Background: an optimization exercise with open tools, aiming at small area, a short achievable clock period and few clock cycles per item. Do not read the settings as production practice.
The RTL was checked by simulation tests, not by an equivalence proof against the original design.

Setup of run 1:
// loop_frame
module loop_frame (
    input  wire        clk,
    input  wire        rst,
    input  wire        cmd_valid,
    output wire        cmd_ready,
    input  wire [1:0]  cmd_op,
    input  wire [5:0]  cmd_addr,
    input  wire [31:0] cmd_data,
    input  wire [31:0] in_y,
    input  wire [31:0] in_r,
    input  wire [31:0] in_x1,
    input  wire [31:0] in_x2,
    input  wire [31:0] in_x3,
    output reg         out_valid,
    output reg  [31:0] out_value,
    output reg  [1:0]  out_lim,
    output reg  [11:0] out_flags
);
Size: about 2800 flip-flops, about 250 I/O pins, ~0.23 mm² of cells after synthesis.
clock: 32.0 ns
lec_check: 0
abc_area: 1
cap_margin: 20
core_margin: 2
core_utilization: 40
cts_cluster_diameter: 100
cts_cluster_size: 20
place_density: 0.7
slew_margin: 30
tns_end_percent: 5
standard.sh (not shown) runs the stock make flow with config.mk's settings and CLKGATE_MAP_FILE= SYNTH_SCRIPT=/design/flow/synth_recipe.tcl, a recipe that flattens the netlist after the stock synthesis.
==> flow/flow/run.sh <==
#!/bin/bash
# Layout flow: the standard ORFS flow (standard.sh), with repair_timing aimed
# at a setup slack margin so that the critical paths are sized for a short period.
# The clock period and all constraints stay the design's. Each make/tool output
# goes to its own log in this folder (ORFS also keeps its per-step logs under orfs/logs).
set -euo pipefail
MARGIN=24
bash standard.sh SYNTH_ARGS=-noabc SETUP_SLACK_MARGIN=$MARGIN MATCH_CELL_FOOTPRINT=0 synth > flow_synth.log 2>&1
bash standard.sh SETUP_SLACK_MARGIN=$MARGIN MATCH_CELL_FOOTPRINT=0 floorplan > flow_floorplan.log 2>&1
bash standard.sh SETUP_SLACK_MARGIN=$MARGIN MATCH_CELL_FOOTPRINT=0 place > flow_place.log 2>&1
bash standard.sh SETUP_SLACK_MARGIN=$MARGIN MATCH_CELL_FOOTPRINT=0 cts > flow_cts.log 2>&1
bash standard.sh SETUP_SLACK_MARGIN=$MARGIN MATCH_CELL_FOOTPRINT=0 MAX_REPAIR_ANTENNAS_ITER_DRT=10 route > flow_route.log 2>&1
bash standard.sh SETUP_SLACK_MARGIN=$MARGIN MATCH_CELL_FOOTPRINT=0 finish > flow_finish.log 2>&1
Testbench counts of run 1, summed over its fixed seeds: cycles 11,312, frames 1,600.
Input-level comparison between run 2 and run 1:
-- flow/config.mk --
<<< run 1, line 10
export CORE_MARGIN = 2
export CORE_UTILIZATION = 40
export CTS_CLUSTER_DIAMETER = 100
export CTS_CLUSTER_SIZE = 20
export PLACE_DENSITY = 0.7
export SLEW_MARGIN = 30
export TNS_END_PERCENT = 5
>>> run 2, line 10
export CORE_MARGIN = 2
export CORE_UTILIZATION = 40
export PLACE_DENSITY = 0.7
export SLEW_MARGIN = 30
export TNS_END_PERCENT = 0
==> comparison <==
- Run 1 vs run 2, first element of the critical path: out_value[7] vs a1s11
- The via count of the first global-routing pass reported for run 2 is greater than that of run 1 by 0.83%.
- Fmax: run 2 higher than run 1
- Detailed route, run 2 vs run 1: via total higher for run 2
- From run 1 to run 2 the numbers moved as follows: final area has increased; final cell count increased about 0.8%.
Relative to run 2, the following input files were edited for run 3:
-- flow/config.mk --
<<< run 2, line 12
export PLACE_DENSITY = 0.7
export SLEW_MARGIN = 30
export TNS_END_PERCENT = 0
>>> run 3, line 12
export PLACE_DENSITY = 0.7
export SLEW_MARGIN = 30
export TNS_END_PERCENT = 5
==> comparison <==
Any difference in maximum clock rate between run 3 and run 2 is small enough to ignore.
Diff run 2 -> run 3 | hold slack | increase of 0.0055 ns
Taking run 2 as the reference, in run 3 design area picked up an extra about 0.36%, via count of the routed design higher, fraction of area in clock buffers and inverters stayed essentially flat.
Looking only at area added between synthesis and finish, and setting everything else aside, the lower value of run 2 and run 3 goes to run 2.
The higher clock skew came out of run 2.
### run 3 -> run 4
-- flow/config.mk --
<<< run 3, line 10
export CORE_MARGIN = 2
export CORE_UTILIZATION = 40
export PLACE_DENSITY = 0.7
export SLEW_MARGIN = 30
export TNS_END_PERCENT = 5
>>> run 4, line 10
export CORE_MARGIN = 2
export CORE_UTILIZATION = 40
export PLACE_DENSITY = 0.75
export SLEW_MARGIN = 30
export TNS_END_PERCENT = 5
### Flow results
Against run 3, run 4 comes in 5.9 points lower on relative slew slack.
Lower number of buffers inserted during clock tree synthesis was reported by run 4, not run 3.
Looking at launch point of the critical path, the out_flags[0] result is from run 3; the a1s12 one comes from run 4.
[diff] worst setup slack, run 4 relative to run 3: regression
Comparing the two runs side by side, run 4 comes out ahead of run 3 on clock skew.
Growth of design area from synthesis to finish: run 4 < run 3
Run 4 vs. run 3: count of non-filler cells in the finished layout did not really move; proportion of cell area occupied by registers did not really move; count of routing violations after the opening detailed-route iteration went up.
Here is what was changed in the inputs of run 5 compared with run 4.
-- flow/config.mk --
<<< run 4, line 10
export CORE_MARGIN = 2
export CORE_UTILIZATION = 40
export PLACE_DENSITY = 0.75
export SLEW_MARGIN = 30
export TNS_END_PERCENT = 5
>>> run 5, line 10
export CORE_MARGIN = 2
export CORE_UTILIZATION = 40
export PLACE_DENSITY = 0.7
export SLEW_MARGIN = 30
export TNS_END_PERCENT = 10
## What came out
Both conditions hold for run 5: the flow ran to the end and the final layout passed the timing, design-rule and antenna checks. Looking only at post-cts sizing count, and setting everything else aside, the higher value of run 5 and run 4 goes to run 5. Any difference in final-stage net count between run 4 and run 5 is small enough to ignore. Run 4 ended up with reg -> reg as its critical path class; run 5 ended up with reg -> out. Run 4 and run 5 ended up with roughly the same share of cell area taken by multi-input logic gates. Summary: clock skew, run 5 worse than run 4.

## static timing again, ports no longer ideal
The flow's constraints put no driver on any port. The routed layouts listed below were extracted and timed again, unchanged, in two steps. Step 1 (the two cells are an assumption about what drives the block):
set clk [get_ports {clk}]
set_driving_cell -lib_cell sky130_fd_sc_hd__clkbuf_16 $clk
set_driving_cell -lib_cell sky130_fd_sc_hd__buf_2 [delete_from_list [all_inputs] $clk]
Step 2, shift: input delay + t, output delay - t, t = (earliest + latest rising clock arrival at the registers) / 2. This alone moves slack from input paths to output paths. a / b / c = ideal / step 1 / step 2; a / b = the first two.
| run | t, ns | slack for setup (ns) | hold WS [ns] | worst data-port slew with drivers (ns) | cell pins on the clock port's net |
|---|---|---|---|---|---|
| run 1 | 1.116 | 23.627 / 23.485 / 22.692 | 0.289 / 0.289 / 0.289 | 0.09 | 1 |
| run 2 | 1.130 | 23.800 / 23.741 / 22.810 | 0.215 / 0.215 / 0.215 | 0.08 | 1 |
| run 3 | 1.131 | 23.804 / 23.674 / 22.808 | 0.221 / 0.221 / 0.221 | 0.09 | 1 |
| run 4 | 1.171 | 23.668 / 23.539 / 22.981 | 0.286 / 0.286 / 0.286 | 0.09 | 1 |
| run 5 | 1.131 | 23.811 / 23.679 / 22.797 | 0.226 / 0.226 / 0.226 | 0.09 | 1 |
After both steps every run listed still meets setup and hold. For run 5, which loses most, drivers alone change the setup slack by -0.132 ns; drivers and shift together by -1.014 ns.
